Background: an optimization exercise with open tools, aiming at small area, a short achievable clock period and few clock cycles per item. Do not read the settings as production practice. Function was checked by simulation only, so behaviour that the tests miss may differ from the original.

--- design/flow/run.sh ---
#!/bin/bash
# synth_recipe.tcl (not shown) runs the flow's synth.tcl, then flattens the netlist and writes it again
# the make line also repeats each setting of config.mk as NAME=value (left out here)
make -C /OpenROAD-flow-scripts/flow DESIGN_CONFIG=/design/flow/config.mk WORK_HOME=/design/flow/orfs CLKGATE_MAP_FILE= SYNTH_SCRIPT=/design/flow/synth_recipe.tcl finish
--- design/flow/config.mk ---
export PLATFORM = sky130hd
export DESIGN_NAME = fc_edge
export DESIGN_NICKNAME = fc_edge
export VERILOG_FILES = /design/flow/design.v
export SDC_FILE = /design/flow/constraint.sdc
export NUM_CORES = 4
export LEC_CHECK = 0
export ABC_AREA = 1
export CAP_MARGIN = 20
export CORE_MARGIN = 2
export CORE_UTILIZATION = 40
export PLACE_DENSITY = 0.6
export SLEW_MARGIN = 20
--- design/flow/constraint.sdc ---
create_clock -name core_clock -period 30.0 [get_ports {clk}]
set_input_delay 6.0000 -clock core_clock [delete_from_list [all_inputs] [get_ports {clk}]]
set_output_delay 6.0000 -clock core_clock [all_outputs]
set_load 0.01 [all_outputs]
--- design/flow/design.v ---
module fc_add #(parameter W = 16) (
    input  wire [W-1:0] a,
    input  wire [W-1:0] b,
    input  wire         ci,
    output wire [W-1:0] s
);
    function integer levels(input integer n);    
        integer v;
        begin
            levels = 0;
            for (v = 1; v < n; v = v * 2)
                levels = levels + 1;
        end
    endfunction
    localparam L = levels(W + 1);
    wire [W:0] g0 = {a & b, ci};
    wire [W:0] p0 = {a ^ b, 1'b0};
    reg  [W:0] g, p;
    integer i, k;
    always @* begin
        g = g0;
        p = p0;
        for (k = 0; k < L; k = k + 1)
            for (i = W; i >= 0; i = i - 1)
                if ((i >> k) & 1) begin
                    g[i] = g[i] | (p[i] & g[((i >> k) << k) - 1]);
                    p[i] = p[i] & p[((i >> k) << k) - 1];
                end
    end
    assign s = p0[W:1] ^ g[W-1:0];
endmodule
module fc_pop6 (
    input  wire [5:0] x,
    output wire [2:0] n
);
    wire s0 = x[0] ^ x[1] ^ x[2];
    wire c0 = (x[0] & x[1]) | (x[0] & x[2]) | (x[1] & x[2]);
    wire s1 = x[3] ^ x[4] ^ x[5];
    wire c1 = (x[3] & x[4]) | (x[3] & x[5]) | (x[4] & x[5]);
    assign n[0] = s0 ^ s1;
    wire c2 = s0 & s1;
    assign n[1] = c0 ^ c1 ^ c2;
    assign n[2] = (c0 & c1) | (c0 & c2) | (c1 & c2);
endmodule
module fc_csa #(parameter W = 16) (
    input  wire [W-1:0] x,
    input  wire [W-1:0] y,
    input  wire [W-1:0] z,
    output wire [W-1:0] s,
    output wire [W-1:0] c
);
    assign s = x ^ y ^ z;
    assign c = {(x[W-2:0] & y[W-2:0]) | (x[W-2:0] & z[W-2:0]) | (y[W-2:0] & z[W-2:0]), 1'b0};
endmodule
module fc_cell_w (
    input  wire        [20:0] ua25,      
    input  wire        [20:0] ub25,      
    input  wire signed [15:0] trim,
    output wire        [20:0] w4_a,      
    output wire        [20:0] w4_b,
    output wire        [3:0]  clamp      
);
    wire [22:0] t32 = {{2{trim[15]}}, trim, 5'd0};
    wire [22:0] t16 = {{3{trim[15]}}, trim, 4'd0};
    wire [22:0] t2  = {{6{trim[15]}}, trim, 1'd0};
    wire [22:0] ts, tc;
    fc_csa #(23) u_t (.x(t32), .y(t16), .z(t2), .s(ts), .c(tc));
    wire [22:0] as, ac, bs, bc, ra, rb;
    fc_csa #(23) u_ca (.x({2'd0, ua25}), .y(ts), .z(tc), .s(as), .c(ac));
    fc_csa #(23) u_cb (.x({2'd0, ub25}), .y(ts), .z(tc), .s(bs), .c(bc));
    assign ra = as + ac;
    assign rb = bs + bc;
    wire lo_a = ra[22];
    wire hi_a = ~ra[22] & (ra[21] | (ra[20] & ra[19] & (ra[18] | ra[17] | (ra[16] & |ra[15:4]))));
    wire lo_b = rb[22];
    wire hi_b = ~rb[22] & (rb[21] | (rb[20] & rb[19] & (rb[18] | rb[17] | (rb[16] & |rb[15:4]))));
    assign w4_a  = ra[20:0];
    assign w4_b  = rb[20:0];
    assign clamp = {hi_b, lo_b | hi_b, hi_a, lo_a | hi_a};
endmodule
module fc_cell_q (
    input  wire        [20:0] w4r_a,     
    input  wire        [20:0] w4r_b,
    input  wire        [3:0]  clamp,     
    input  wire        [10:0] minp,
    input  wire        [11:0] mm1,       
    input  wire        [17:0] kh0,       
    input  wire        [17:0] kh1,       
    input  wire        [15:0] centre,
    input  wire        [19:0] m1,        
    input  wire        [7:0]  r2,        
    input  wire               f,         
    output wire        [17:0] x,         
    output wire        [16:0] th,        
    output wire               c8,
    output wire               lo,
    output wire               hi,
    output wire        [19:0] m1_next,
    output wire        [7:0]  r2_next,
    output wire               f_next,
    output wire               sat
);
    wire [20:0] w4_a = (w4r_a & {21{~clamp[0]}}) | (21'd1638400 & {21{clamp[1]}});
    wire [20:0] w4_b = (w4r_b & {21{~clamp[2]}}) | (21'd1638400 & {21{clamp[3]}});
    wire [23:0] xs, xc, a;
    fc_csa #(24) u_ca (.x({1'b0, w4_a, 2'd0}), .y({{3{m1[19]}}, m1, 1'b0}), .z({{15{~f}}, 1'b1, ~r2}),
                       .s(xs), .c(xc));
    fc_add #(24) u_a (.a(xs), .b(xc), .ci(1'b1), .s(a));
    wire [7:0]  r_a = a[7:0];
    wire [15:0] y_a = a[23:8];
    fc_add #(18) u_x (.a({2'd0, centre}), .b(~{{2{y_a[15]}}, y_a}), .ci(1'b1), .s(x));
    wire [24:0] t1s, t1c, t2s, t2c, t;
    fc_csa #(25) u_t1 (.x({2'd0, w4_a, 2'd0}), .y({2'd0, w4_b, 2'd0}), .z({{5{m1[19]}}, m1}),
                       .s(t1s), .c(t1c));
    fc_csa #(25) u_t2 (.x(t1s), .y(t1c), .z({{17{~f}}, ~r2}), .s(t2s), .c(t2c));    
    fc_add #(25) u_t (.a(t2s), .b(t2c), .ci(1'b1), .s(t));
    assign th = t[24:8];
    wire [8:0]  tl = {1'b0, t[7:0]} + {1'b0, r_a};
    assign c8  = tl[8];
    wire [7:0]  r_b = tl[7:0];
    wire [17:0] dl0, dl1, dh0, dh1;
    fc_add #(18) u_l0 (.a({th[16], th}), .b(~{7'd0, minp}), .ci(1'b1), .s(dl0));
    fc_add #(18) u_l1 (.a({th[16], th}), .b(~{{6{mm1[11]}}, mm1}), .ci(1'b1), .s(dl1));
    fc_add #(18) u_h0 (.a({th[16], th}), .b(kh0), .ci(1'b0), .s(dh0));
    fc_add #(18) u_h1 (.a({th[16], th}), .b(kh1), .ci(1'b0), .s(dh1));
    assign lo = c8 ? dl1[17] : dl0[17];
    assign hi = c8 ? ~dh1[17] : ~dh0[17];
    wire signed [16:0] ts = th;
    wire rb_hi = r_b > 8'd128;
    wire rb_lo = r_b < 8'd128;
    wire sl_hi0 = (ts > 17'sd1024)  | ((ts == 17'sd1024)  & rb_hi);
    wire sl_hi1 = (ts > 17'sd1023)  | ((ts == 17'sd1023)  & rb_hi);
    wire sl_lo0 = (ts < -17'sd1024) | ((ts == -17'sd1024) & rb_lo);
    wire sl_lo1 = (ts < -17'sd1025) | ((ts == -17'sd1025) & rb_lo);
    wire sh_hi0 = (ts > 17'sd52224) | ((ts == 17'sd52224) & rb_hi);
    wire sh_hi1 = (ts > 17'sd52223) | ((ts == 17'sd52223) & rb_hi);
    wire sh_lo0 = (ts < 17'sd50176) | ((ts == 17'sd50176) & rb_lo);
    wire sh_lo1 = (ts < 17'sd50175) | ((ts == 17'sd50175) & rb_lo);
    wire sl_hi = c8 ? sl_hi1 : sl_hi0;
    wire sl_lo = c8 ? sl_lo1 : sl_lo0;
    wire sh_hi = c8 ? sh_hi1 : sh_hi0;
    wire sh_lo = c8 ? sh_lo1 : sh_lo0;
    assign sat = lo ? (sl_hi | sl_lo) : hi & (sh_hi | sh_lo);
    wire [19:0] m_lo = sl_hi ? 20'd262272 : sl_lo ? 20'hC0080 : {th[11:0], r_b};    
    wire [19:0] m_hi = sh_hi ? 20'd262272 : sh_lo ? 20'hC0080 : {~th[11], th[10:0], r_b};
    assign m1_next = lo ? m_lo : hi ? m_hi : {12'd0, r_b};
    assign f_next  = lo ? ~(sl_hi | sl_lo) & c8 : hi & ~(sh_hi | sh_lo) & c8;
    assign r2_next = r_a;
endmodule
module fc_cell_o (
    input  wire        [17:0] x,         
    input  wire        [16:0] th,
    input  wire               c8,
    input  wire               lo,
    input  wire               hi,
    output wire        [15:0] on_code,
    output wire        [15:0] off_code
);
    wire [17:0] z;
    fc_add #(18) u_z (.a(x), .b({th[16], th}), .ci(c8), .s(z));
    wire [15:0] on_n  = x[17] ? {x[15:11] + 5'd25, x[10:0]} : x[15:0];
    wire [15:0] off_n = z[17] ? {z[15:11] + 5'd25, z[10:0]} :
                        (z[16:11] >= 6'd25) ? {z[15:11] - 5'd25, z[10:0]} : z[15:0];
    assign on_code  = lo ? 16'hFFFF : hi ? 16'hFFFE : on_n;
    assign off_code = (lo | hi) ? 16'h0000 : off_n;
endmodule
module fc_edge (
    input  wire        clk,
    input  wire        rst,         
    input  wire        in_valid,
    output wire        in_ready,
    input  wire [2:0]  n_cells,     
    input  wire [2:0]  rot,         
    input  wire [10:0] minp,        
    input  wire [15:0] u_a,         
    input  wire [15:0] u_b,         
    input  wire [95:0] trim,        
    output reg         out_valid,
    output reg  [95:0] on_code,     
    output reg  [95:0] off_code,
    output reg  [3:0]  clip,        
    output reg  [2:0]  nssat        
);
    localparam signed [15:0] UMAX = 16'sd32440;    
    integer k;
    genvar j;
    reg        rdy;         
    reg        v0;          
    reg        p0;          
    reg [2:0]  n0, rot0;
    reg [10:0] minp0;
    reg [15:0] ua0, ub0;
    reg [63:0] trim03;      
    reg [31:0] trim45;      
    assign in_ready = rdy;
    wire accept = in_valid & rdy;
    wire two0   = n0 > 3'd4;
    always @(posedge clk) begin
        if (rst) begin
            rdy <= 1'b1;
            v0  <= 1'b0;
            p0  <= 1'b0;
        end else begin
            rdy <= ~(accept & (n_cells > 3'd4));
            v0  <= accept | (v0 & two0 & ~p0);
            p0  <= ~accept & v0 & two0 & ~p0;
        end
        trim03 <= trim[63:0];
        if (!(v0 & two0 & ~p0)) begin
            n0     <= n_cells;
            rot0   <= rot;
            minp0  <= minp;
            ua0    <= u_a;
            ub0    <= u_b;
            trim45 <= trim[95:64];
        end
    end
    wire signed [15:0] ua = ua0;
    wire signed [15:0] ub = ub0;
    wire ua_hi = ua > UMAX;
    wire ua_lo = ua < -UMAX;
    wire ub_hi = ub > UMAX;
    wire ub_lo = ub < -UMAX;
    wire [15:0] ua_u = {~ua0[15], ua0[14:0]};
    wire [15:0] ub_u = {~ub0[15], ub0[14:0]};
    wire [20:0] ua25u = {1'b0, ua_u, 4'd0} + {2'd0, ua_u, 3'd0} + {5'd0, ua_u};
    wire [20:0] ub25u = {1'b0, ub_u, 4'd0} + {2'd0, ub_u, 3'd0} + {5'd0, ub_u};
    wire [20:0] ua25 = ua_hi ? 21'd1630200 : ua_lo ? 21'd8200 : ua25u;
    wire [20:0] ub25 = ub_hi ? 21'd1630200 : ub_lo ? 21'd8200 : ub25u;
    wire [20:0] cw_a  [0:3];
    wire [20:0] cw_b  [0:3];
    wire [3:0]  cclamp [0:3];
    wire [7:0]  clip_bits;
    generate
        for (j = 0; j < 4; j = j + 1) begin : g_w
            wire [15:0] t = (j == 0) ? (p0 ? trim45[15:0]  : trim03[15:0]) :
                            (j == 1) ? (p0 ? trim45[31:16] : trim03[31:16]) :
                                       trim03[16*j +: 16];
            wire [2:0] cidx = p0 ? j + 4 : j;
            fc_cell_w u_w (
                .ua25(ua25), .ub25(ub25), .trim(t),
                .w4_a(cw_a[j]), .w4_b(cw_b[j]), .clamp(cclamp[j])
            );
            assign clip_bits[2*j +: 2] = (cidx < n0) ? {cclamp[j][2], cclamp[j][0]} : 2'd0;
        end
    endgenerate
    reg        v1, p1, last1;
    reg [2:0]  n1, rot1;
    reg [10:0] minp1;
    reg [9:0]  clip1;       
    reg [20:0] w_a1 [0:3];
    reg [20:0] w_b1 [0:3];
    reg [3:0]  cl1  [0:3];
    always @(posedge clk) begin
        v1    <= v0 & ~rst;
        p1    <= p0;
        last1 <= p0 | ~two0;
        n1    <= n0;
        rot1  <= rot0;
        minp1 <= minp0;
        clip1 <= {clip_bits, ~p0 & (ub_hi | ub_lo), ~p0 & (ua_hi | ua_lo)};
        for (k = 0; k < 4; k = k + 1) begin
            w_a1[k] <= cw_a[k];
            w_b1[k] <= cw_b[k];
            cl1[k]  <= cclamp[k];
        end
    end
    reg rst1;
    always @(posedge clk)
        rst1 <= rst;
    reg  [19:0] m1_q [0:5];
    reg  [7:0]  r2_q [0:5];
    reg         f_q  [0:5];      
    wire [11:0] mm1 = {1'b0, minp1} - 12'd1;
    wire [17:0] kh0 = {7'd0, minp1} - 18'd51201;
    wire [17:0] kh1 = {7'd0, minp1} - 18'd51200;
    wire [17:0] q_x   [0:3];
    wire [16:0] q_th  [0:3];
    wire        q_c8  [0:3];
    wire        q_lo  [0:3];
    wire        q_hi  [0:3];
    wire [19:0] q_m1  [0:3];
    wire [7:0]  q_r2  [0:3];
    wire        q_f   [0:3];
    wire        q_sat [0:3];
    wire        q_act [0:3];
    wire [15:0] q_c   [0:3];
    generate
        for (j = 0; j < 4; j = j + 1) begin : g_q
            wire        pass = (j < 2) & p1;
            wire [2:0]  cidx = pass ? j + 4 : j;
            assign q_act[j] = (cidx < n1) && !(j >= 2 && p1);
            wire [15:0] ctab [0:127];
            genvar pp, nn, rr;
            for (pp = 0; pp < 2; pp = pp + 1) begin : g_p
                for (nn = 0; nn < 8; nn = nn + 1) begin : g_n
                    for (rr = 0; rr < 8; rr = rr + 1) begin : g_r
                        localparam integer NC = (nn < 2) ? 2 : (nn > 6) ? 6 : nn;
                        localparam integer SL = (j + 4 * pp + rr) % NC;
                        assign ctab[pp*64 + nn*8 + rr] = (2 * SL * 51200 + NC) / (2 * NC);
                    end
                end
            end
            wire [15:0] centre = ctab[{pass, n1, rot1}];
            assign q_c[j] = centre;
            fc_cell_q u_q (
                .w4r_a(w_a1[j]), .w4r_b(w_b1[j]), .clamp(cl1[j]),
                .minp(minp1), .mm1(mm1), .kh0(kh0), .kh1(kh1), .centre(q_c[j]),
                .m1(m1_q[j]), .r2(r2_q[j]), .f(f_q[j]),
                .x(q_x[j]), .th(q_th[j]), .c8(q_c8[j]), .lo(q_lo[j]), .hi(q_hi[j]),
                .m1_next(q_m1[j]), .r2_next(q_r2[j]), .f_next(q_f[j]), .sat(q_sat[j])
            );
        end
    endgenerate
    wire [2:0] clip_p;
    fc_pop6 u_pclip (.x(clip1[5:0]), .n(clip_p));
    wire [3:0] clip_cnt = {1'b0, clip_p} + {3'd0, clip1[6]} + {3'd0, clip1[7]} +
                          {3'd0, clip1[8]} + {3'd0, clip1[9]};
    reg        v2, p2, last2;
    reg [3:0]  clip2;
    reg [3:0]  sat2;
    reg [3:0]  act2;
    reg [16:0] x2  [0:3];      
    reg [16:0] th2 [0:3];
    reg        c82 [0:3];
    reg        lo2 [0:3];
    reg        hi2 [0:3];
    always @(posedge clk) begin
        v2    <= v1 & ~rst;
        p2    <= p1;
        last2 <= last1;
        clip2 <= clip_cnt;
        for (k = 0; k < 4; k = k + 1) begin
            sat2[k] <= q_sat[k] & q_act[k];
            act2[k] <= q_act[k];
            x2[k]   <= q_x[k][16:0];
            th2[k]  <= q_th[k];
            c82[k]  <= q_c8[k];
            lo2[k]  <= q_lo[k];
            hi2[k]  <= q_hi[k];
        end
    end
    always @(posedge clk) begin
        if (rst1) begin
            for (k = 0; k < 6; k = k + 1) begin
                m1_q[k] <= 20'd128;
                r2_q[k] <= 8'd128;
                f_q[k]  <= 1'b0;
            end
        end else if (v1) begin
            for (k = 0; k < 4; k = k + 1) begin
                if (k < 2 && !(last1 && !p1)) begin
                    m1_q[k]   <= m1_q[k+4];
                    r2_q[k]   <= r2_q[k+4];
                    f_q[k]    <= f_q[k+4];
                    m1_q[k+4] <= q_act[k] ? q_m1[k] : m1_q[k];
                    r2_q[k+4] <= q_act[k] ? q_r2[k] : r2_q[k];
                    f_q[k+4]  <= q_act[k] ? q_f[k]  : f_q[k];
                end else if (q_act[k]) begin
                    m1_q[k] <= q_m1[k];
                    r2_q[k] <= q_r2[k];
                    f_q[k]  <= q_f[k];
                end
            end
        end
    end
    wire [15:0] q_on  [0:3];
    wire [15:0] q_off [0:3];
    generate
        for (j = 0; j < 4; j = j + 1) begin : g_o
            fc_cell_o u_o (
                .x({x2[j][16], x2[j]}), .th(th2[j]), .c8(c82[j]),
                .lo(lo2[j]), .hi(hi2[j]),
                .on_code(q_on[j]), .off_code(q_off[j])
            );
        end
    endgenerate
    wire [2:0] sat_cnt = {2'd0, sat2[0]} + {2'd0, sat2[1]} + {2'd0, sat2[2]} + {2'd0, sat2[3]};
    reg [3:0] clip_acc;
    reg [2:0] sat_acc;
    always @(posedge clk) begin
        out_valid <= v2 & last2 & ~rst;
        if (v2) begin
            for (k = 0; k < 4; k = k + 1) begin
                if (!p2) begin
                    on_code[16*k +: 16]  <= act2[k] ? q_on[k]  : 16'hFFFF;
                    off_code[16*k +: 16] <= act2[k] ? q_off[k] : 16'h0000;
                end
            end
            for (k = 4; k < 6; k = k + 1) begin
                on_code[16*k +: 16]  <= (p2 && act2[k-4]) ? q_on[k-4]  : 16'hFFFF;
                off_code[16*k +: 16] <= (p2 && act2[k-4]) ? q_off[k-4] : 16'h0000;
            end
            clip  <= (p2 ? clip_acc : 4'd0) + clip2;
            nssat <= (p2 ? sat_acc : 3'd0) + sat_cnt;
            clip_acc <= clip2;
            sat_acc  <= sat_cnt;
        end
    end
endmodule
==> summary.md, run 1 <==
| Metric | Value |
|---|---|
| TritonCTS Buffers | about 100 |
| Global placer's final weighted congestion | 0.960 |
| Share of the synthesized area in the top cell type | approximately 17% |
| Clk_skew | between 0.07 and 0.08 ns |
| DRC Markers | 0 |
| I/O pin count | roughly 350 |
| Core area | 181000 um^2 |
| Fin area | between 80000 and 90000 um^2 |
| Setup Viol. Count Final | 0 |
| Gr ovfl total | 0 |
| Root Buffer | clkbuf_16 |
| Crit-path slowest cell | clkdlybuf4s50_1 |
| ANT nets after route | 0 |
| Post-synth top area cell | dfxtp_1 |
| Crit-path max FO | 1 |
| Max-Cap Viols | 0 |
| Clock Path Buffers | 3 |
| Mapped Cells | around 9.0k |
| Filler cells | about 18k |
| Max incr delay on CP | 0.55 ns |
| Yosys warns | 26 |
| Worst skew pair latency | 0.80 ns |
| Clk sink count | 895 |
| Seq cells post-synth | ~900 |
| Multi-input logic area | roughly 45000 um^2 |
| Buf+Inv Stages, Crit Path | 1 |
| Post-cts sizing count | 0 |
| Layout cell share with drive strength beyond 1 | approximately 5.4% |
| Vias | 59.0k |
| TritonCTS clock tree | built |
| Buffers on Ports | around 350 |
| Initial Utilization | 40.3% |
| Sequential area share after synthesis | between 20% and 30% |
| Area grow syn2layout | 13.8% |
| Final Slew Violations | 0 |
| Netlist Area Pre-Place | 72800 um^2 |
| Fin. Hold Viols | 0 |
| Top cells by area, synth | dfxtp_1 17%, fa_1 15%, ha_1 14% |
| Routed len/inst | between 15 and 20 um |
| Critical path data required time | 24.00 ns |
| Critical-path cell list | clkdlybuf4s50_1 |
| Vias per cell | approximately 5.0 |
| Number of global-route vias before repair | between 50k and 60k |
| Status | no timing/DRC/antenna violations |
| Syn Area/Cell | approximately 8.1 um^2 |
| First-pass GRT wire length | ~340000 um |
| TNS Setup | 0 ns |
| Total GRT Usage | approximately a quarter |
| Slew headroom | between 20 and 25% |
| Kind of critical path | flop to output pin |
| Worst Max-Slew Pin Slew | between 1 and 1.5 ns |
| Chip width | between 400 and 500 um |
| Initial DRC Count | 4322 |
| Hold Crit Class | flop to flop |
| Postcts setup bufs | 0 |
| DR pass1 iterations | 6 |
| Fraction of the cycle the final worst path needs | about a quarter |
| Unrepaired setup endpoints after global routing | false |
| Critical path's top delay family | buffers and inverters |
| Post-DP Area | between 70000 and 80000 um^2 |
| Die ar. | 185000 um^2 |
| Worst setup SP type | flop |
| DP HPWL | approximately 180000 um |
| R2R depth | 34 |
| Critical Path End Type | output pin |
| Hold path depth | 0 |
| Netlist cell types | slightly above 60 |
| Critical path data arrival time | approximately 1.7 ns |
| Row cnt | ~160 |
| Die Span Y | about 430 um |
| Crit path depth | 1 |
| Layout Nets | ~11k |
| FF/Latch Area | slightly above 20000 um^2 |
| Antenna violations before repair | 4 |
| Maximum clock frequency | 130 MHz |
| CTS Hold Buffers Added | 0 |
| Clock slew at reported path FFs | about 0.060 ns |
| CTS H-tree depth | 3 |
| Largest net degree at the start of global routing | slightly below 100 |
| Final WL | roughly 220000 um |
| Min Tclk post-route | slightly below 8 ns |
-- cell usage after synthesis (all sizes together) --
library cell,n
inv,1788
nand2,1741
ha,823
nor2,745
a21oi,618
dfxtp,608
fa,541
nand3,417
o21ai,334
edfxtp,287
xor2,218
xnor2,130
clkbuf,113
nor3,101
nand4,84
or2,60
a21o,43
a21boi,42
nor4,34
a31oi,30
nand3b,29
o21bai,28
o211ai,24
a211oi,21
buf,14
a221oi,13
o22ai,13
o31ai,12
o21a,9
clkinv,6
a22oi,5
a31o,5
o2111ai,4
nor3b,3
and3,2
o221ai,2
o31a,2
a2111oi,1
conb,1
nand2b,1
o311ai,1
o41ai,1
or3,1
-- worst reg2reg max path, delay by kind of cell (launching register included) --
family / cells / cell delay [ns]
adders and majority gates: 5 / 2.14
and+or+nand+nor: 16 / 1.82
AOI/OAI and AO/OA: 6 / 0.91
DFF: 1 / 0.82
buffers and inverters: 6 / 0.78
xor gates and xnor gates: 1 / 0.49
-- sequential cells by signal, summed over array words and instances, names as in the netlist, 64 cells and up --
signal    cells
m1_q        118
off_code     96
on_code      96
w_a1         81
w_b1         81
th2          68
x2           68
trim03       64
-- cell families (layout without fill, tap and decap cells) --
kind of cell             count (synthesis)  after routing  synth area share, %
other                                    1              4              0.00515
AND/OR/NAND/NOR                       3218           3218                 18.9
buffers and inverters                 1921           2390                 9.97
AO/OA/AOI/OAI                         1208           1208                 9.35
flip-flops                             895            895                 28.6
XOR/XNOR                               348            348                 4.19
adder cells (fa/ha/maj)               1364           1364                 29.0
-- cells in the final DEF, fill, tap and decap left out, drive strengths merged, types with 124 or more instances in the layout --
cell / synthesis / layout
fa: 541 / 541
nor2: 745 / 745
ha: 823 / 823
clkdlybuf4s50: 0 / 348
o21ai: 334 / 334
dfxtp: 608 / 608
clkbuf: 113 / 124
edfxtp: 287 / 287
xnor2: 130 / 130
nand2: 1741 / 1741
inv: 1788 / 1803
xor2: 218 / 218
nand3: 417 / 417
a21oi: 618 / 618
-- layout make-up --
type | count | share of cell area [%]
tap | 2370 | 3.58
clock inverter | 71 | 1.06
inverter | 1794 | 8.13
sequential | 895 | 25.1
multi-input combinational | 6140 | 54.1
timing repair buffer | 401 | 4.69
clock buffer | 124 | 3.34
antenna | 2 | 0.00604
-- per-stage QoR --
step | hold WS (ns) | cells | setup slack [ns] | utilization, %
6_report | 0.364 | 11800 | 22.30 | 45.8
5_1_grt | 0.374 | 11800 | 22.22 | 45.8
4_1_cts | 0.361 | 11800 | 22.23 | 45.8
3_5_place_dp | 0.327 | 11600 | 22.86 | 43.8
3_3_place_gp | 0.334 | 11600 | 22.91 | 43.8
2_1_floorplan | 0.323 | 8956 | 21.86 | -
-- worst paths after layout --
check / startpoint / end / slack [ns]
worst max register to register: cl1[1][0] / f_q[5] / 22.96
worst min-delay path: minp0[4] / minp1[4] / 0.36
worst min register to register: minp0[4] / minp1[4] / 0.36
worst max-delay path: on_code[94] / on_code[94] / 22.30
-- metal layers --
metal / up-vias / global-route usage, % / wire length, um
li1: 29100 / - / -
met1: 27800 / 33.6 / 105000
met2: 1694 / 36.1 / 94000
met3: 345 / 2.80 / 11700
met4: 0 / 9.54 / 10000
met5: - / 0 / 0
Testbench counts, summed over its fixed seeds: cycles 24,032, items 24,000.
==> run 2: changes to the inputs <==
--- a/design/flow/design.v
+++ b/design/flow/design.v
@@ -70,4 +70,4 @@
     fc_csa #(23) u_cb (.x({2'd0, ub25}), .y(ts), .z(tc), .s(bs), .c(bc));
-    assign ra = as + ac;
-    assign rb = bs + bc;
+    fc_add #(23) u_aa (.a(as), .b(ac), .ci(1'b0), .s(ra));
+    fc_add #(23) u_ab (.a(bs), .b(bc), .ci(1'b0), .s(rb));
     wire lo_a = ra[22];
==> summary.md, run 2 <==
| Metric | Value |
|---|---|
| Syn Area/Cell | 8.22 um^2 (+1.1%) |
| Setup Viol. Count Final | 0 (unchanged) |
| Most common cell after layout, fill and taps aside | inv_1 |
| Critical R2R Launch | cl1[1][2] |
| Final WL | 215000 um (-2.4%) |
| Crit-path max FO | 1 (unchanged) |
| Regs by FF count | m1_q x118, off_code x96, on_code x96 |
| Crit-path slowest cell | clkdlybuf4s50_1 |
| Number of global-route vias before repair | 55.6k (-3.4%) |
| Multi-input logic area | 43900 um^2 (-2.0%) |
| ANT nets after route | 0 (unchanged) |
| Vias | 57.0k (-3.4%) |
| Largest net degree at the start of global routing | 92 (-5.2%) |
| Area grow syn2layout | 13.7% (about the same) |
| Fin. Hold Viols | 0 (unchanged) |
| Netlist Area Pre-Place | 72000 um^2 (-1.1%) |
| Initial DRC Count | 4198 (-2.9%) |
| Slew headroom | 24.0% (+2.0 points) |
| Count leader, synth | inv_1 |
| CTS Hold Buffers Added | 0 (unchanged) |
| Mapped Cells | 8760 (-2.2%) |
| Netlist cell types | 68 (+11%) |
| Largest register FFs | 118 (unchanged) |
| Buf+Inv Stages, Crit Path | 1 (unchanged) |
| Top cells by area, synth | dfxtp_1 17%, fa_1 15%, ha_1 14% |
| Hold wc startpoint | minp0[10] |
| Seq cells post-synth | 895 (unchanged) |
| Fin area | 81900 um^2 (-1.1%) |
| Hold path depth | 0 (unchanged) |
| Critical path data required time | 24.00 ns (about the same) |
| Root Buffer | clkbuf_16 |
| Clock Path Buffers | 3 (unchanged) |
| CTS H-tree depth | 3 (unchanged) |
| First-pass GRT wire length | 328000 um (-2.9%) |
| Filler cells | 17.5k (-0.81%) |
| Final Slew Violations | 0 (unchanged) |
| Clock slew at reported path FFs | 0.06 ns (about the same) |
| Vias per cell | 4.92 (-1.7%) |
| Row cnt | 155 (-0.64%) |
| R2R depth | 28 (-18%) |
| Layout Nets | 10.7k (-1.7%) |
| Sequential area share after synthesis | 28.9% (+0.31 points) |
| Post-cts sizing count | 0 (unchanged) |
| Postcts setup bufs | 0 (unchanged) |
| Top_reg_cell synth | dfxtp_1 |
| TritonCTS clock tree | built |
| Share of the synthesized area in the top cell type | 16.9% (+0.18 points) |
| Clk sink count | 895 (unchanged) |
| Max incr delay on CP | 0.55 ns (about the same) |
| Worst setup SP type | flop |
| Final Non-Filler Cells | 11.6k (-1.8%) |
| Unrepaired setup endpoints after global routing | false |
| Min Tclk post-route | 7.65 ns (-0.0450 ns) |
| DP HPWL | 177000 um (-2.8%) |
| Status | no timing/DRC/antenna violations |
| Commonest cells in the netlist | 1794 x inv_1, 1531 x nand2_1, 823 x ha_1, 755 x nor2_1, 608 x dfxtp_1 |
| Setup crit start | on_code[79] |
| TNS Setup | 0 ns (unchanged) |
| Layout cell share with drive strength beyond 1 | 5.37% (-0.026 points) |
| Worst Max-Slew Pin Slew | 1.13 ns (-0.0332 ns) |
| Critical path's top delay family | buffers and inverters |
| Buffers on Ports | 348 (unchanged) |
| Fraction of the cycle the final worst path needs | 25.5% (-0.15 points) |
| DR pass1 iterations | 7 (+1) |
| Die Span Y | 428 um (-0.53%) |
| Hold Crit Class | flop to flop |
| Chip width | 428 um (-0.53%) |
| Routed len/inst | 18.6 um (-0.60%) |
| TritonCTS Buffers | 102 (-0.97%) |
| Worst hold slack | 0.348 ns (-0.0158 ns) |
| Final core utilization | 45.9% (about the same) |
| Commonest cells after routing, fill and taps aside | 1792 x inv_1, 1531 x nand2_1, 823 x ha_1 |
| Largest Register | m1_q |
| Total GRT Usage | 23.2% (-0.34 points) |
| Post-synth top area cell | dfxtp_1 |
| Core area | 179000 um^2 (-1.2%) |
| FF/Latch Area | 20800 um^2 (about the same) |
| Critical-path cell list | clkdlybuf4s50_1 |
| Synth async-reset ratio | 0% (unchanged) |
| Maximum clock frequency | 131 MHz (+0.59%) |
| I/O pin count | 349 (unchanged) |
| Die ar. | 184000 um^2 (-1.0%) |
| R2R setup slack | 22.78 ns (-0.18 ns) |
| Global placer's final weighted congestion | 0.971 (+1.1%) |
| Kind of critical path | flop to output pin |
| Clk_skew | 0.0411 ns (-0.0363 ns) |
| Gr ovfl total | 0 (unchanged) |
| Worst skew pair latency | 0.77 ns (-0.03 ns) |
| Max-Cap Viols | 0 (unchanged) |
| Placed cell count | 11.4k (-1.8%) |
| Yosys warns | 27 (+3.8%) |
| Post-DP Area | 78400 um^2 (-0.98%) |
| Critical Path End Type | output pin |
| DRC Markers | 0 (unchanged) |
| Critical path data arrival time | 1.65 ns (-0.05 ns) |
| Initial Utilization | 40.3% (+0.049 points) |
| Post-synth EDFFs | 287 (unchanged) |
| Crit path depth | 1 (unchanged) |
| Antenna violations before repair | 6 (+2) |
run 2: cells by family after synthesis:
kind of cell / count (synthesis) / synth area share (%)
simple gates: 3114 / 18.5
buf+inv: 1948 / 10.2
fa+ha+maj: 1380 / 29.8
compound gates: 1114 / 8.82
flops: 895 / 28.9
xor+xnor: 302 / 3.68
mux: 6 / 0.0834
other cells: 1 / 0.00521
run 2: cell type report:
type	count	share of cell area, %
clock inverters	61	0.781
flip-flops and latches	895	25.4
multi-input cells	5918	53.6
repair buffers	407	4.82
diodes	2	0.00611
well taps	2355	3.60
clock buffers	131	3.45
inverters	1816	8.33
run 2: metrics by stage:
stage          worst slack, ns
3_3_place_gp             22.63
3_5_place_dp             22.64
5_1_grt                  22.29
6_report                 22.35
2_1_floorplan            21.86
4_1_cts                  22.27
run 2: routing by layer:
layer	vias to the layer above	GRT usage, %	wire length, um
met1	26700	32.6	101000
met3	326	3.41	12200
met4	2	9.86	9370
li1	28400	-	-
met5	-	0	20
met2	1578	35.5	92200
run 2: final timing paths:
| kind | to |
|---|---|
| worst max-delay path | on_code[79] |
| worst min-delay path | minp1[10] |
| worst max register to register | m1_q[1][13] |
| worst min register to register | minp1[10] |
Testbench counts of run 2, summed over its fixed seeds: cycles 24,032, items 24,000.
==> run 3: changes to the inputs <==
--- a/design/flow/design.v
+++ b/design/flow/design.v
@@ -85,5 +85,4 @@
     input  wire        [10:0] minp,
-    input  wire        [11:0] mm1,       
+    input  wire        [17:0] nminp,     
     input  wire        [17:0] kh0,       
-    input  wire        [17:0] kh1,       
     input  wire        [15:0] centre,
@@ -120,9 +119,7 @@
     wire [7:0]  r_b = tl[7:0];
-    wire [17:0] dl0, dl1, dh0, dh1;
-    fc_add #(18) u_l0 (.a({th[16], th}), .b(~{7'd0, minp}), .ci(1'b1), .s(dl0));
-    fc_add #(18) u_l1 (.a({th[16], th}), .b(~{{6{mm1[11]}}, mm1}), .ci(1'b1), .s(dl1));
-    fc_add #(18) u_h0 (.a({th[16], th}), .b(kh0), .ci(1'b0), .s(dh0));
-    fc_add #(18) u_h1 (.a({th[16], th}), .b(kh1), .ci(1'b0), .s(dh1));
-    assign lo = c8 ? dl1[17] : dl0[17];
-    assign hi = c8 ? ~dh1[17] : ~dh0[17];
+    wire [17:0] dl, dh;
+    fc_add #(18) u_lo (.a({th[16], th}), .b(nminp), .ci(c8), .s(dl));
+    fc_add #(18) u_hi (.a({th[16], th}), .b(kh0), .ci(c8), .s(dh));
+    assign lo = dl[17];
+    assign hi = ~dh[17];
     wire signed [16:0] ts = th;
@@ -273,5 +270,4 @@
     reg         f_q  [0:5];      
-    wire [11:0] mm1 = {1'b0, minp1} - 12'd1;
-    wire [17:0] kh0 = {7'd0, minp1} - 18'd51201;
-    wire [17:0] kh1 = {7'd0, minp1} - 18'd51200;
+    wire [17:0] nminp = 18'd0 - {7'd0, minp1};
+    wire [17:0] kh0   = {7'd0, minp1} - 18'd51201;
     wire [17:0] q_x   [0:3];
@@ -307,3 +303,3 @@
                 .w4r_a(w_a1[j]), .w4r_b(w_b1[j]), .clamp(cl1[j]),
-                .minp(minp1), .mm1(mm1), .kh0(kh0), .kh1(kh1), .centre(q_c[j]),
+                .minp(minp1), .nminp(nminp), .kh0(kh0), .centre(q_c[j]),
                 .m1(m1_q[j]), .r2(r2_q[j]), .f(f_q[j]),
==> summary.md, run 3 <==
| Metric | Value |
|---|---|
| ANT nets after route | 0 (unchanged) |
| Count leader, synth | inv_1 |
| Critical R2R Launch | ub0[4] |
| Fin area | 80300 um^2 (-2.0%) |
| Fin. Hold Viols | 0 (unchanged) |
| Routed len/inst | 18.3 um (-1.8%) |
| FF/Latch Area | 20800 um^2 (about the same) |
| Hold wc startpoint | last1 |
| Max-Cap Viols | 0 (unchanged) |
| Die Span Y | 423 um (-1.2%) |
| Antenna violations before repair | 5 (-1) |
| Buf+Inv Stages, Crit Path | 1 (unchanged) |
| Postcts setup bufs | 0 (unchanged) |
| Setup Viol. Count Final | 0 (unchanged) |
| Most common cell after layout, fill and taps aside | inv_1 |
| Crit-path max FO | 1 (unchanged) |
| First-pass GRT wire length | 318000 um (-2.9%) |
| DRC Markers | 0 (unchanged) |
| Row cnt | 153 (-1.3%) |
| Synth async-reset ratio | 0% (unchanged) |
| Gr ovfl total | 0 (unchanged) |
| Number of global-route vias before repair | 54.4k (-2.3%) |
| TNS Setup | 0 ns (unchanged) |
| Status | no timing/DRC/antenna violations |
| DR pass1 iterations | 5 (-2) |
| Top cells by area, synth | dfxtp_1 17%, fa_1 16%, ha_1 13% |
| Setup slack after layout | 22.33 ns (-0.0111 ns) |
| Area grow syn2layout | 14.3% |
| Seq cells post-synth | 895 (unchanged) |
| CTS Hold Buffers Added | 0 (unchanged) |
| Critical Path End Type | output pin |
| Critical path data arrival time | 1.67 ns (+0.02 ns) |
| Share of the synthesized area in the top cell type | 17.3% (+0.43 points) |
| Final Slew Violations | 0 (unchanged) |
| Unrepaired setup endpoints after global routing | false |
| Vias | 55.7k (-2.3%) |
| Vias per cell | 4.92 (about the same) |
| Initial Utilization | 40.3% (about the same) |
| CTS H-tree depth | 3 (unchanged) |
| Commonest cells after routing, fill and taps aside | 1704 x inv_1, 1580 x nand2_1, 749 x ha_1 |
| Netlist Area Pre-Place | 70300 um^2 (-2.5%) |
| Largest Register | m1_q |
| Post-synth EDFFs | 287 (unchanged) |
| Clock Path Buffers | 3 (unchanged) |
| Worst skew pair latency | 0.76 ns (about the same) |
| Yosys warns | 27 (unchanged) |
| Commonest cells in the netlist | 1705 x inv_1, 1581 x nand2_1, 749 x ha_1, 745 x nor2_1, 608 x dfxtp_1 |
| Filler cells | 16.9k (-3.0%) |
| Critical-path cell list | clkdlybuf4s50_1 |
| Sequential area share after synthesis | 29.6% (+0.73 points) |
| Chip width | 423 um (-1.2%) |
| Placed cell count | 11.1k (-2.4%) |
| Final WL | 207000 um (-4.1%) |
| Slew headroom | 26.1% (+2.1 points) |
| DP HPWL | 170000 um (-3.9%) |
| Setup crit start | on_code[9] |
| Layout cell share with drive strength beyond 1 | 5.50% (+0.12 points) |
| Multi-input logic area | 42500 um^2 (-3.1%) |
| Netlist cell types | 63 (-7.4%) |
| Hold Crit Class | flop to flop |
| Largest net degree at the start of global routing | 79 (-14%) |
| Final Non-Filler Cells | 11.3k (-2.3%) |
| Layout Nets | 10.3k (-3.0%) |
| Maximum clock frequency | 130 MHz (-0.14%) |
| TritonCTS clock tree | built |
| Critical path data required time | 24.00 ns (about the same) |
| Post-cts sizing count | 0 (unchanged) |
| Worst setup SP type | flop |
| Clock slew at reported path FFs | 0.06 ns (about the same) |
| Crit-path slowest cell | clkdlybuf4s50_1 |
| TritonCTS Buffers | 105 (+2.9%) |
| Max incr delay on CP | 0.57 ns (+0.02 ns) |
| Regs by FF count | m1_q x118, off_code x96, on_code x96 |
| Mapped Cells | 8504 (-2.9%) |
| Syn Area/Cell | 8.26 um^2 (+0.47%) |
| Critical path's top delay family | buffers and inverters |
| Post-DP Area | 76700 um^2 (-2.2%) |
| Kind of critical path | flop to output pin |
| Fraction of the cycle the final worst path needs | 25.6% (+0.037 points) |
| Die ar. | 179000 um^2 (-2.4%) |
| Min Tclk post-route | 7.67 ns (+0.0111 ns) |
| Buffers on Ports | 348 (unchanged) |
| Top_reg_cell synth | dfxtp_1 |
| Clk sink count | 895 (unchanged) |
| Total GRT Usage | 23.0% (-0.21 points) |
| R2R setup slack | 23.24 ns (+0.46 ns) |
| Initial DRC Count | 3619 (-14%) |
| Clk_skew | 0.0440 ns (+0.00294 ns) |
| Largest register FFs | 118 (unchanged) |
| Post-synth top area cell | dfxtp_1 |
| Core area | 174000 um^2 (-2.5%) |
| Worst Max-Slew Pin Slew | 1.10 ns (-0.0314 ns) |
| Global placer's final weighted congestion | 0.992 (+2.2%) |
| I/O pin count | 349 (unchanged) |
| Root Buffer | clkbuf_16 |
| Dpl ws | 23.06 ns (+0.423 ns) |
==> run 3: cell types whose count changed in the layout (fill, tap and decap cells not counted), sizes merged, moves of 9 or more <==
| cell | previous run | this run |
|---|---|---|
| ha | 823 | 749 |
| nand2 | 1624 | 1654 |
| o21ai | 281 | 294 |
| inv | 1820 | 1728 |
| clkbuf | 131 | 148 |
| a21oi | 570 | 497 |
| a31oi | 26 | 35 |
| xnor2 | 108 | 124 |
| nand3 | 426 | 391 |
==> run 3: final timing paths <==
check,end,cells after the start
min reg2reg,last2,0
max reg2reg,clip1[9],41
min,last2,0
max,on_code[9],1
==> run 3: cell type report <==
| cell class | count | area share, % |
|---|---|---|
| Multi-Input combinational cell | 5759 | 53.0 |
| Clock inverter | 51 | 0.746 |
| Sequential cell | 895 | 25.9 |
| Antenna cell | 5 | 0.0156 |
| Tap cell | 2325 | 3.62 |
| Inverter | 1725 | 8.07 |
| Clock buffer | 147 | 3.77 |
| Timing Repair Buffer | 409 | 4.91 |
==> run 3: kinds of logic after synthesis <==
logic type	synth area share, %
simple gates	19.0
flops	29.6
buf+inv	9.98
other cells	0.00534
fa+ha+maj	29.0
compound gates	8.33
mux	0.0285
xor+xnor	4.03
==> run 3: metal layers <==
metal / vias to the layer above / part of all wire [%] / track usage (%)
met3: 267 / 6.1 / 2.91
met2: 1684 / 44 / 35.6
met4: 0 / 3.6 / 8.37
li1: 27600 / - / -
met1: 26100 / 47 / 32.8
met5: - / 0 / 0
==> run 3: metrics by stage <==
stage / utilization, % / hold WS, ns
after CTS: 46.1 / 0.369
final: 46.1 / 0.370
after detailed placement: 44.0 / 0.362
after global placement: 44.0 / 0.356
after floorplan: - / 0.323
after global routing: 46.1 / 0.377
Testbench counts of run 3, summed over its fixed seeds: cycles 24,032, items 24,000.
==> run 4: changes to the inputs <==
--- a/design/flow/config.mk
+++ b/design/flow/config.mk
@@ -10,4 +10,4 @@
 export CORE_MARGIN = 2
-export CORE_UTILIZATION = 40
-export PLACE_DENSITY = 0.6
+export CORE_UTILIZATION = 60
+export PLACE_DENSITY = 0.75
 export SLEW_MARGIN = 20
==> summary.md, run 4 <==
| Metric | Value |
|---|---|
| Status | no timing/DRC/antenna violations |
| Clk sink count | 895 (unchanged) |
| Routed len/inst | 18.8 um (+2.8%) |
| Synth Area in XOR/XNOR | 4.03% (unchanged) |
| Syn Area/Cell | 8.26 um^2 (unchanged) |
| Root Buffer | clkbuf_16 |
| Post-cts sizing count | 0 (unchanged) |
| DR pass1 iterations | 6 (+1) |
| ANT nets after route | 0 (unchanged) |
| Fin area | 79000 um^2 (-1.6%) |
| Initial DRC Count | 4573 (+26%) |
| Yosys warns | 27 (unchanged) |
| Netlist cell types | 63 (unchanged) |
| Dpl ws | 22.95 ns (-0.108 ns) |
| Post-synthesis simple-gate area fraction | 19.0% (unchanged) |
| Crit-path max FO | 2 (+1) |
| Antenna violations before repair | 4 (-1) |
| Hold wc startpoint | minp0[7] |
| FF/Latch Area | 20800 um^2 (about the same) |
| First-pass GRT wire length | 307000 um (-3.5%) |
| Largest net degree at the start of global routing | 79 (unchanged) |
| Filler cells | 9328 (-45%) |
| Critical-path cell list | clkdlybuf4s50_1 |
| R2R depth | 41 (unchanged) |
| DRC Markers | 0 (unchanged) |
| Share of the synthesized area in the top cell type | 17.3% (unchanged) |
| Mux share of post-synthesis cell area | 0.0285% (unchanged) |
| Post-synth top area cell | dfxtp_1 |
| Critical path's top delay family | buffers and inverters |
| Global placer's final weighted congestion | 1.01 (+2.2%) |
| Row cnt | 125 (-18%) |
| Clock Path Buffers | 3 (unchanged) |
| Postcts setup bufs | 0 (unchanged) |
| Layout cell share with drive strength beyond 1 | 5.41% (-0.091 points) |
| Setup slack after layout | 22.39 ns (+0.0556 ns) |
| Unrepaired setup endpoints after global routing | false |
| I/O pin count | 349 (unchanged) |
| Maximum clock frequency | 131 MHz (+0.73%) |
| Critical Path End Type | output pin |
| Most common cell after layout, fill and taps aside | inv_1 |
| Multi-input logic area | 42500 um^2 (about the same) |
| Final WL | 197000 um (-4.6%) |
| Max incr delay on CP | 0.55 ns (-0.02 ns) |
| Worst hold slack | 0.348 ns (-0.0225 ns) |
| Critical path data arrival time | 1.61 ns (-0.06 ns) |
| Initial Utilization | 60.5% (+20 points) |
| Seq cells post-synth | 895 (unchanged) |
| Area grow syn2layout | 12.5% |
| Die ar. | 120000 um^2 (-33%) |
| Worst skew pair latency | 0.70 ns (-0.06 ns) |
| Worst Max-Slew Pin Slew | 1.15 ns (+0.0506 ns) |
| CTS H-tree depth | 3 (unchanged) |
| Largest Register | m1_q |
| Top_reg_cell synth | dfxtp_1 |
| Clk_skew | 0.0234 ns (-0.0206 ns) |
| Layout Nets | 10.3k (-0.077%) |
| Largest register FFs | 118 (unchanged) |
| Count leader, synth | inv_1 |
| Final Slew Violations | 0 (unchanged) |
| Commonest cells after routing, fill and taps aside | 1705 x inv_1, 1580 x nand2_1, 749 x ha_1 |
| Clock slew at reported path FFs | 0.06 ns (about the same) |
| DP HPWL | 161000 um (-5.7%) |
| Netlist Area Pre-Place | 70300 um^2 (unchanged) |
| Regs by FF count | m1_q x118, off_code x96, on_code x96 |
| Slew headroom | 22.4% (-3.7 points) |
| Hold Crit Class | flop to flop |
| Antenna fix cells | 0 (-5) |
| Buffers on Ports | 348 (unchanged) |
| Main combinational cell family by area after synthesis | adder cells |
| TritonCTS clock tree | built |
| Critical path data required time | 24.00 ns (about the same) |
| Commonest cells in the netlist | 1705 x inv_1, 1581 x nand2_1, 749 x ha_1, 745 x nor2_1, 608 x dfxtp_1 |
| Critical R2R Launch | ub0[4] |
| Gr ovfl total | 0 (unchanged) |
| Core area | 116000 um^2 (-33%) |
| Sequential area share after synthesis | 29.6% (unchanged) |
| Post-DP Area | 75600 um^2 (-1.3%) |
| Synth async-reset ratio | 0% (unchanged) |
| Min Tclk post-route | 7.61 ns (-0.0556 ns) |
| Worst setup SP type | flop |
| Crit-path slowest cell | clkdlybuf4s50_1 |
| Post-synth EDFFs | 287 (unchanged) |
| R2R setup slack | 22.90 ns (-0.34 ns) |
| TNS Setup | 0 ns (unchanged) |
| Chip width | 346 um (-18%) |
| Fraction of the cycle the final worst path needs | 25.4% (-0.19 points) |
| Top cells by area, synth | dfxtp_1 17%, fa_1 16%, ha_1 13% |
| Kind of critical path | flop to output pin |
| TritonCTS Buffers | 96 (-8.6%) |
| Hold path depth | 0 (unchanged) |
| Max-Cap Viols | 0 (unchanged) |
| CTS Hold Buffers Added | 0 (unchanged) |
| Vias per cell | 5.42 (+10%) |
| Number of global-route vias before repair | 55.6k (+2.2%) |
| Post-synthesis compound-gate area fraction | 8.33% (unchanged) |
| FF-to-FF End | clip1[9] |
| Total GRT Usage | 32.9% (+9.9 points) |
| WHS Endpoint | minp1[7] |
| Die Span Y | 346 um (-18%) |
| Mapped Cells | 8504 (unchanged) |
| Vias | 56.9k (+2.2%) |
| Buf+Inv Stages, Crit Path | 1 (unchanged) |
| Adder-Cell Fraction of Synth Area | 29.0% (unchanged) |
| Setup Viol. Count Final | 0 (unchanged) |
| Fin. Hold Viols | 0 (unchanged) |
run 4: cells by family after synthesis:
| kind of cell | Yosys count |
|---|---|
| other | 1 |
| AOI/OAI and AO/OA | 1030 |
| xor gates and xnor gates | 323 |
| and+or+nand+nor | 3102 |
| buffers and inverters | 1851 |
| muxes | 2 |
| adders and majority gates | 1300 |
| DFF | 895 |
run 4: layer usage:
metal	vias to the layer above	GRT usage [%]	part of all wire, %
met1	26800	44.9	43
met3	351	5.44	8.0
met4	2	14.7	4.9
met5	-	0	0.0061
met2	2142	51.5	44
li1	27600	-	-
run 4: worst max path at each step:
stage | startpoint | endpoint | slack, ns | depth (start not counted)
floorplan | v2 | off_code[0] | 21.86 | 2
global placement | rst | v0 | 23.02 | 4
detailed placement | rst | v0 | 22.95 | 4
CTS | off_code[15] | off_code[15] | 22.35 | 1
global route | ub0[4] | clip1[9] | 22.22 | 41
finish | rdy | in_ready | 22.39 | 1
run 4: cell type report:
cell class	instances	share of cell area, %
multi-input cells	5759	53.8
clock inverters	56	0.812
inverters	1725	8.20
repair buffers	410	5.00
flip-flops and latches	895	26.3
clock buffers	126	3.45
well taps	1524	2.41
run 4: stage by stage:
| step | util (%) | std cells |
|---|---|---|
| 2_1_floorplan | - | 8505 |
| 3_3_place_gp | 65.1 | 10300 |
| 3_5_place_dp | 65.1 | 10300 |
| 4_1_cts | 68.0 | 10500 |
| 5_1_grt | 68.0 | 10500 |
| 6_report | 68.0 | 10500 |
==> run 5: changes to the inputs <==
--- a/design/flow/design.v
+++ b/design/flow/design.v
@@ -58,4 +58,4 @@
     input  wire signed [15:0] trim,
-    output wire        [20:0] w4_a,      
-    output wire        [20:0] w4_b,
+    output wire        [20:0] nw4_a,     
+    output wire        [20:0] nw4_b,
     output wire        [3:0]  clamp      
@@ -76,4 +76,4 @@
     wire hi_b = ~rb[22] & (rb[21] | (rb[20] & rb[19] & (rb[18] | rb[17] | (rb[16] & |rb[15:4]))));
-    assign w4_a  = ra[20:0];
-    assign w4_b  = rb[20:0];
+    assign nw4_a = ~ra[20:0];
+    assign nw4_b = ~rb[20:0];
     assign clamp = {hi_b, lo_b | hi_b, hi_a, lo_a | hi_a};
@@ -81,4 +81,4 @@
 module fc_cell_q (
-    input  wire        [20:0] w4r_a,     
-    input  wire        [20:0] w4r_b,
+    input  wire        [20:0] nw4r_a,    
+    input  wire        [20:0] nw4r_b,
     input  wire        [3:0]  clamp,     
@@ -101,4 +101,4 @@
 );
-    wire [20:0] w4_a = (w4r_a & {21{~clamp[0]}}) | (21'd1638400 & {21{clamp[1]}});
-    wire [20:0] w4_b = (w4r_b & {21{~clamp[2]}}) | (21'd1638400 & {21{clamp[3]}});
+    wire [20:0] w4_a = ~(nw4r_a | {21{clamp[0]}}) | (21'd1638400 & {21{clamp[1]}});
+    wire [20:0] w4_b = ~(nw4r_b | {21{clamp[2]}}) | (21'd1638400 & {21{clamp[3]}});
     wire [23:0] xs, xc, a;
@@ -238,3 +238,3 @@
                 .ua25(ua25), .ub25(ub25), .trim(t),
-                .w4_a(cw_a[j]), .w4_b(cw_b[j]), .clamp(cclamp[j])
+                .nw4_a(cw_a[j]), .nw4_b(cw_b[j]), .clamp(cclamp[j])
             );
@@ -302,3 +302,3 @@
             fc_cell_q u_q (
-                .w4r_a(w_a1[j]), .w4r_b(w_b1[j]), .clamp(cl1[j]),
+                .nw4r_a(w_a1[j]), .nw4r_b(w_b1[j]), .clamp(cl1[j]),
                 .minp(minp1), .nminp(nminp), .kh0(kh0), .centre(q_c[j]),
==> summary.md, run 5 <==
| Metric | Value |
|---|---|
| Critical-path cell list | clkdlybuf4s50_1 |
| Clock slew at reported path FFs | 0.07 ns (about the same) |
| Kind of critical path | flop to output pin |
| Post-synthesis simple-gate area fraction | 19.4% (+0.38 points) |
| Initial Utilization | 60.2% (-0.23 points) |
| Top_reg_cell synth | dfxtp_1 |
| Seq cells post-synth | 895 (unchanged) |
| Largest net degree at the start of global routing | 76 (-3.8%) |
| Postcts setup bufs | 0 (unchanged) |
| TritonCTS clock tree | built |
| Commonest cells after routing, fill and taps aside | 1662 x nand2_1, 1587 x inv_1, 786 x nor2_1 |
| Crit-path max FO | 1 (-1) |
| Global placer's final weighted congestion | 0.995 (-1.9%) |
| Netlist cell types | 64 (+1.6%) |
| Post-synth top area cell | dfxtp_1 |
| Met2 GRT Util | 50.9% (-0.62 points) |
| Unrepaired setup endpoints after global routing | false |
| Hold wc startpoint | minp0[7] |
| Synth Area in XOR/XNOR | 3.95% (-0.081 points) |
| Share of the synthesized area in the top cell type | 17.5% (+0.14 points) |
| R2R setup slack | 22.93 ns (+0.03 ns) |
| Post-synthesis compound-gate area fraction | 8.20% (-0.12 points) |
| Critical R2R Launch | f_q[0] |
| Slew headroom | 15.9% (-6.5 points) |
| Layout cell share with drive strength beyond 1 | 4.61% (-0.80 points) |
| Layout Nets | 10.3k (-0.087%) |
| DR pass1 iterations | 7 (+1) |
| Vias per cell | 5.43 (+0.28%) |
| Placed cell count | 10.3k (-0.058%) |
| Worst setup SP type | flop |
| Count leader, synth | nand2_1 |
| Status | no timing/DRC/antenna violations |
| Antenna violations before repair | 4 (unchanged) |
| Clock Path Buffers | 3 (unchanged) |
| Fraction of the cycle the final worst path needs | 25.4% (about the same) |
| Commonest cells in the netlist | 1663 x nand2_1, 1589 x inv_1, 788 x nor2_1, 748 x ha_1, 608 x dfxtp_1 |
| Hold path depth | 0 (unchanged) |
| Post-cts sizing count | 0 (unchanged) |
| Clk sink count | 895 (unchanged) |
| Final Non-Filler Cells | 10.5k (-0.057%) |
| Post-synth EDFFs | 287 (unchanged) |
| Routed len/inst | 18.6 um (-0.67%) |
| Sequential area share after synthesis | 29.8% (+0.23 points) |
| Yosys warns | 27 (unchanged) |
| Core area | 116000 um^2 (-0.40%) |
| Root Buffer | clkbuf_16 |
| Max incr delay on CP | 0.57 ns (+0.02 ns) |
| Fin. Hold Viols | 0 (unchanged) |
| Worst skew pair latency | 0.70 ns (about the same) |
| Critical path's top delay family | buffers and inverters |
| Number of global-route vias before repair | 54.7k (-1.6%) |
| Die ar. | 119000 um^2 (-0.78%) |
| TritonCTS Buffers | 96 (unchanged) |
| DRC Markers | 0 (unchanged) |
| Final Slew Violations | 0 (unchanged) |
| Global routing usage on met1 | 46.4% (+1.5 points) |
| Regs by FF count | m1_q x118, off_code x96, on_code x96 |
| Buf+Inv Stages, Crit Path | 1 (unchanged) |
| Worst Max-Slew Pin Slew | 1.25 ns (+0.0966 ns) |
| Max-Cap Viols | 0 (unchanged) |
| I/O pin count | 349 (unchanged) |
| Adder-Cell Fraction of Synth Area | 29.2% (+0.15 points) |
| Clk_skew | 0.0398 ns (+0.0164 ns) |
| CTS Hold Buffers Added | 0 (unchanged) |
| Synth async-reset ratio | 0% (unchanged) |
| First-pass GRT wire length | 304000 um (-1.0%) |
| Gr ovfl total | 0 (unchanged) |
| WHS Endpoint | minp1[7] |
| Gr busiest metal | met2 |
| ANT nets after route | 0 (unchanged) |
| Area grow syn2layout | 12.6% (about the same) |
| Mapped Cells | 8494 (-0.12%) |
| Maximum clock frequency | 131 MHz (about the same) |
| Largest Register | m1_q |
| Critical Path End Type | output pin |
| Syn Area/Cell | 8.21 um^2 (-0.67%) |
| CTS H-tree depth | 3 (unchanged) |
| Min Tclk post-route | 7.62 ns (+0.00750 ns) |
| Netlist Area Pre-Place | 69700 um^2 (-0.79%) |
| Setup Viol. Count Final | 0 (unchanged) |
| DP HPWL | 158000 um (-1.8%) |
| Critical path data required time | 24.00 ns (about the same) |
| Most common cell after layout, fill and taps aside | nand2_1 |
| Final WL | 196000 um (-0.73%) |
| TNS Setup | 0 ns (unchanged) |
| Vias | 57.0k (+0.22%) |
| Top cells by area, synth | dfxtp_1 17%, fa_1 16%, ha_1 13% |
| R2R depth | 28 (-32%) |
| FF-to-FF End | m1_q[4][14] |
| Largest register FFs | 118 (unchanged) |
| Main combinational cell family by area after synthesis | adder cells |
| Critical path data arrival time | 1.62 ns (about the same) |
| Mux share of post-synthesis cell area | 0.0431% (+0.015 points) |
| Crit-path slowest cell | clkdlybuf4s50_1 |
| Hold Crit Class | flop to flop |
| Chip width | 345 um (-0.39%) |
| Die Span Y | 345 um (-0.39%) |
| Initial DRC Count | 4766 (+4.2%) |
| Met3 Usage GRT | 5.84% (+0.40 points) |
| Buffers on Ports | 348 (unchanged) |
| Total GRT Usage | 33.0% (+0.10 points) |
| Row cnt | 125 (unchanged) |
-- run 5: final cells by class --
type / count / area (um^2)
multi-input cells: 5869 / 42400
fillers: 9432 / 37300
flip-flops and latches: 895 / 20800
inverters: 1605 / 6030
repair buffers: 414 / 3980
clock buffers: 118 / 2650
well taps: 1524 / 1910
clock inverters: 62 / 687
diodes: 2 / 5.00
-- run 5: cell families after synthesis --
family                   after synthesis
AO/OA/AOI/OAI                       1042
XOR/XNOR                             314
adder cells (fa/ha/maj)             1297
buffers and inverters               1731
flip-flops                           895
multiplexers                           3
other                                  1
AND/OR/NAND/NOR                     3211
-- run 5: worst max-delay path by stage --
| stage | from | end | slack (ns) | cells after the start |
|---|---|---|---|---|
| 3_3_place_gp | rst | v0 | 22.60 | 4 |
| 3_5_place_dp | rst | v0 | 22.63 | 4 |
| 2_1_floorplan | v2 | off_code[0] | 21.86 | 2 |
| 6_report | off_code[19] | off_code[19] | 22.38 | 1 |
| 4_1_cts | off_code[19] | off_code[19] | 22.33 | 1 |
| 5_1_grt | off_code[72] | off_code[72] | 22.33 | 1 |
-- run 5: per-layer routing --
layer  vias up  share of wire, %
met5         -                 0
li1      27700                 -
met2      2317                43
met1     26700                44
met4         0               3.9
met3       359               8.8
-- run 5: through the flow --
| stage | hold slack, ns | area (um^2) | setup WS (ns) | utilization [%] |
|---|---|---|---|---|
| after global placement | 0.328 | 75100 | 22.60 | 64.9 |
| after floorplan | 0.323 | 69700 | 21.86 | - |
| after global routing | 0.364 | 78500 | 22.33 | 67.8 |
| after detailed placement | 0.329 | 75100 | 22.63 | 64.9 |
| after CTS | 0.351 | 78500 | 22.33 | 67.8 |
| final | 0.353 | 78500 | 22.38 | 67.8 |
Testbench counts of run 5, summed over its fixed seeds: cycles 24,032, items 24,000.
==> run 6: changes to the inputs <==
--- a/design/flow/config.mk
+++ b/design/flow/config.mk
@@ -10,4 +10,4 @@
 export CORE_MARGIN = 2
-export CORE_UTILIZATION = 60
-export PLACE_DENSITY = 0.75
+export CORE_UTILIZATION = 70
+export PLACE_DENSITY = 0.85
 export SLEW_MARGIN = 20
==> summary.md, run 6 <==
| Metric | Value |
|---|---|
| Setup crit start | rdy |
| R2R setup slack | 22.94 ns (about the same) |
| Critical R2R Launch | cl1[2][2] |
| Post-cts sizing count | 0 (unchanged) |
| Vias | 58.9k (+3.4%) |
| Postcts setup bufs | 0 (unchanged) |
| Synth async-reset ratio | 0% (unchanged) |
| Global placer's final weighted congestion | 1.02 (+2.2%) |
| DP HPWL | 158000 um (about the same) |
| Slew headroom | 18.0% (+2.1 points) |
| TritonCTS clock tree | built |
| Max-Cap Viols | 0 (unchanged) |
| Core area | 98600 um^2 (-15%) |
| Hold path depth | 0 (unchanged) |
| FF-to-FF End | sat2[2] |
| Netlist Area Pre-Place | 69700 um^2 (unchanged) |
| Initial Utilization | 70.7% (+10 points) |
| Chip width | 320 um (-7.3%) |
| Antenna violations before repair | 4 (unchanged) |
| Commonest cells in the netlist | 1663 x nand2_1, 1589 x inv_1, 788 x nor2_1, 748 x ha_1, 608 x dfxtp_1 |
| Maximum clock frequency | 131 MHz (about the same) |
| Syn Area/Cell | 8.21 um^2 (unchanged) |
| Layout cell share with drive strength beyond 1 | 4.47% (-0.14 points) |
| Netlist cell types | 64 (unchanged) |
| Share of the synthesized area in the top cell type | 17.5% (unchanged) |
| Status | no timing/DRC/antenna violations |
| DR pass1 iterations | 7 (unchanged) |
| Critical Path Sink | in_ready |
| Count leader, synth | nand2_1 |
| Final Non-Filler Cells | 10.2k (-2.4%) |
| Critical path data arrival time | 1.62 ns (about the same) |
| Area grow syn2layout | 11.9% |
| Min Tclk post-route | 7.62 ns (+0.00380 ns) |
| Layout Nets | 10.3k (-0.039%) |
| Top_reg_cell synth | dfxtp_1 |
| Row cnt | 115 (-8.0%) |
| CTS Hold Buffers Added | 0 (unchanged) |
| Post-synth top area cell | dfxtp_1 |
| Die Span Y | 320 um (-7.3%) |
| Root Buffer | clkbuf_16 |
| Clk sink count | 895 (unchanged) |
| Critical path data required time | 24.00 ns (about the same) |
| Antenna fix cells | 0 (-2) |
| Routed len/inst | 19.4 um (+3.8%) |
| Mapped Cells | 8494 (unchanged) |
| DRC Markers | 0 (unchanged) |
| TNS Setup | 0 ns (unchanged) |
| First-pass GRT wire length | 310000 um (+1.8%) |
| Hold Crit Class | flop to flop |
| Largest net degree at the start of global routing | 82 (+7.9%) |
| Yosys warns | 27 (unchanged) |
| Worst skew pair latency | 0.70 ns (about the same) |
| Post-synth EDFFs | 287 (unchanged) |
| Max incr delay on CP | 0.56 ns (about the same) |
| Critical Path End Type | output pin |
| Clock slew at reported path FFs | 0.06 ns (about the same) |
| Final Slew Violations | 0 (unchanged) |
| Kind of critical path | flop to output pin |
| Clock Path Buffers | 3 (unchanged) |
| Setup Viol. Count Final | 0 (unchanged) |
| Initial DRC Count | 6004 (+26%) |
| Crit-path slowest cell | clkdlybuf4s50_1 |
| Number of global-route vias before repair | 57.7k (+5.4%) |
| Top cells by area, synth | dfxtp_1 17%, fa_1 16%, ha_1 13% |
| Largest register FFs | 118 (unchanged) |
| Buffers on Ports | 348 (unchanged) |
| Total GRT Usage | 38.7% (+5.7 points) |
| TritonCTS Buffers | 94 (-2.1%) |
| Commonest cells after routing, fill and taps aside | 1662 x nand2_1, 1587 x inv_1, 786 x nor2_1 |
| Most common cell after layout, fill and taps aside | nand2_1 |
| Die ar. | 102000 um^2 (-14%) |
-- run 6: area by class of cell --
class	instances	area, um^2
clock inverters	43	493
fillers	6636	20600
clock buffers	131	2680
well taps	1287	1610
repair buffers	412	3960
inverters	1605	6030
multi-input cells	5869	42400
flip-flops and latches	895	20800
-- run 6: worst min path at each step --
| stage | startpoint | end | slack (ns) |
|---|---|---|---|
| after floorplan | minp0[0] | minp1[0] | 0.32 |
| after global placement | minp0[6] | minp1[6] | 0.32 |
| after detailed placement | minp0[6] | minp1[6] | 0.33 |
| after CTS | rot0[0] | rot1[0] | 0.36 |
| after global routing | rot0[0] | rot1[0] | 0.37 |
| final | rot0[0] | rot1[0] | 0.36 |
-- run 6: worst register-to-register path, delay by kind of cell, from the launching register on --
kind / cells / cell delay [ns]
fa+ha+maj: 5 / 2.18
compound gates: 5 / 1.54
simple gates: 9 / 1.40
flops: 1 / 0.83
buf+inv: 4 / 0.48
xor+xnor: 1 / 0.46
-- run 6: layer usage --
metal	routed length, um	share of wire (%)	track usage (%)	vias up
li1	-	-	-	27700
met1	78800	40	51.4	27500
met2	87000	44	60.5	3192
met3	20500	10	7.14	578
met4	11900	6.0	20.7	0
met5	0	0	0	-
-- run 6: metrics by stage --
stage          worst slack, ns  area (um^2)  hold slack, ns
6_report                 22.38        78000           0.364
4_1_cts                  22.36        78000           0.362
3_3_place_gp             22.73        74800           0.325
2_1_floorplan            21.86        69700           0.323
3_5_place_dp             22.73        74800           0.329
5_1_grt                  22.33        78000           0.369
-- run 6: logic make-up after synthesis --
family | share of synthesized area (%)
other | 0.00538
adder cells (fa/ha/maj) | 29.2
AND/OR/NAND/NOR | 19.4
AO/OA/AOI/OAI | 8.20
multiplexers | 0.0431
buffers and inverters | 9.40
XOR/XNOR | 3.95
flip-flops | 29.8

[what the ideal ports hide]
No port has a modelled driver above. Below, the same layouts with a new extraction and two added sets of constraints.
Step 1 sets driving cells, clkbuf_16 on the clock port and buf_2 on the other inputs (assumed; they add their load-dependent delay and slew).
Step 2 moves the port delays by t, midway between the first and last clock arrival at a register: inputs arrive t later, outputs are due t later. That takes back most of the time a late clock gives input paths.
a / b / c = ideal / step 1 / step 2; a / b = the first two.
run | shift t [ns] | slack for setup (ns) | slew at the worst register clock pin (ns) | pins driven straight from the clock port
run 1 | 0.843 | 22.301 / 22.221 / 22.889 | 0.07 / 0.07 | 1
run 2 | 0.826 | 22.346 / 22.267 / 22.669 | 0.07 / 0.07 | 1
run 3 | 0.814 | 22.335 / 22.257 / 23.039 | 0.07 / 0.07 | 1
run 4 | 0.770 | 22.390 / 22.309 / 22.898 | 0.07 / 0.07 | 1
run 5 | 0.760 | 22.383 / 22.305 / 22.557 | 0.07 / 0.07 | 1
run 6 | 0.766 | 22.379 / 22.301 / 22.616 | 0.08 / 0.08 | 1
After both steps every run listed still meets setup and hold.
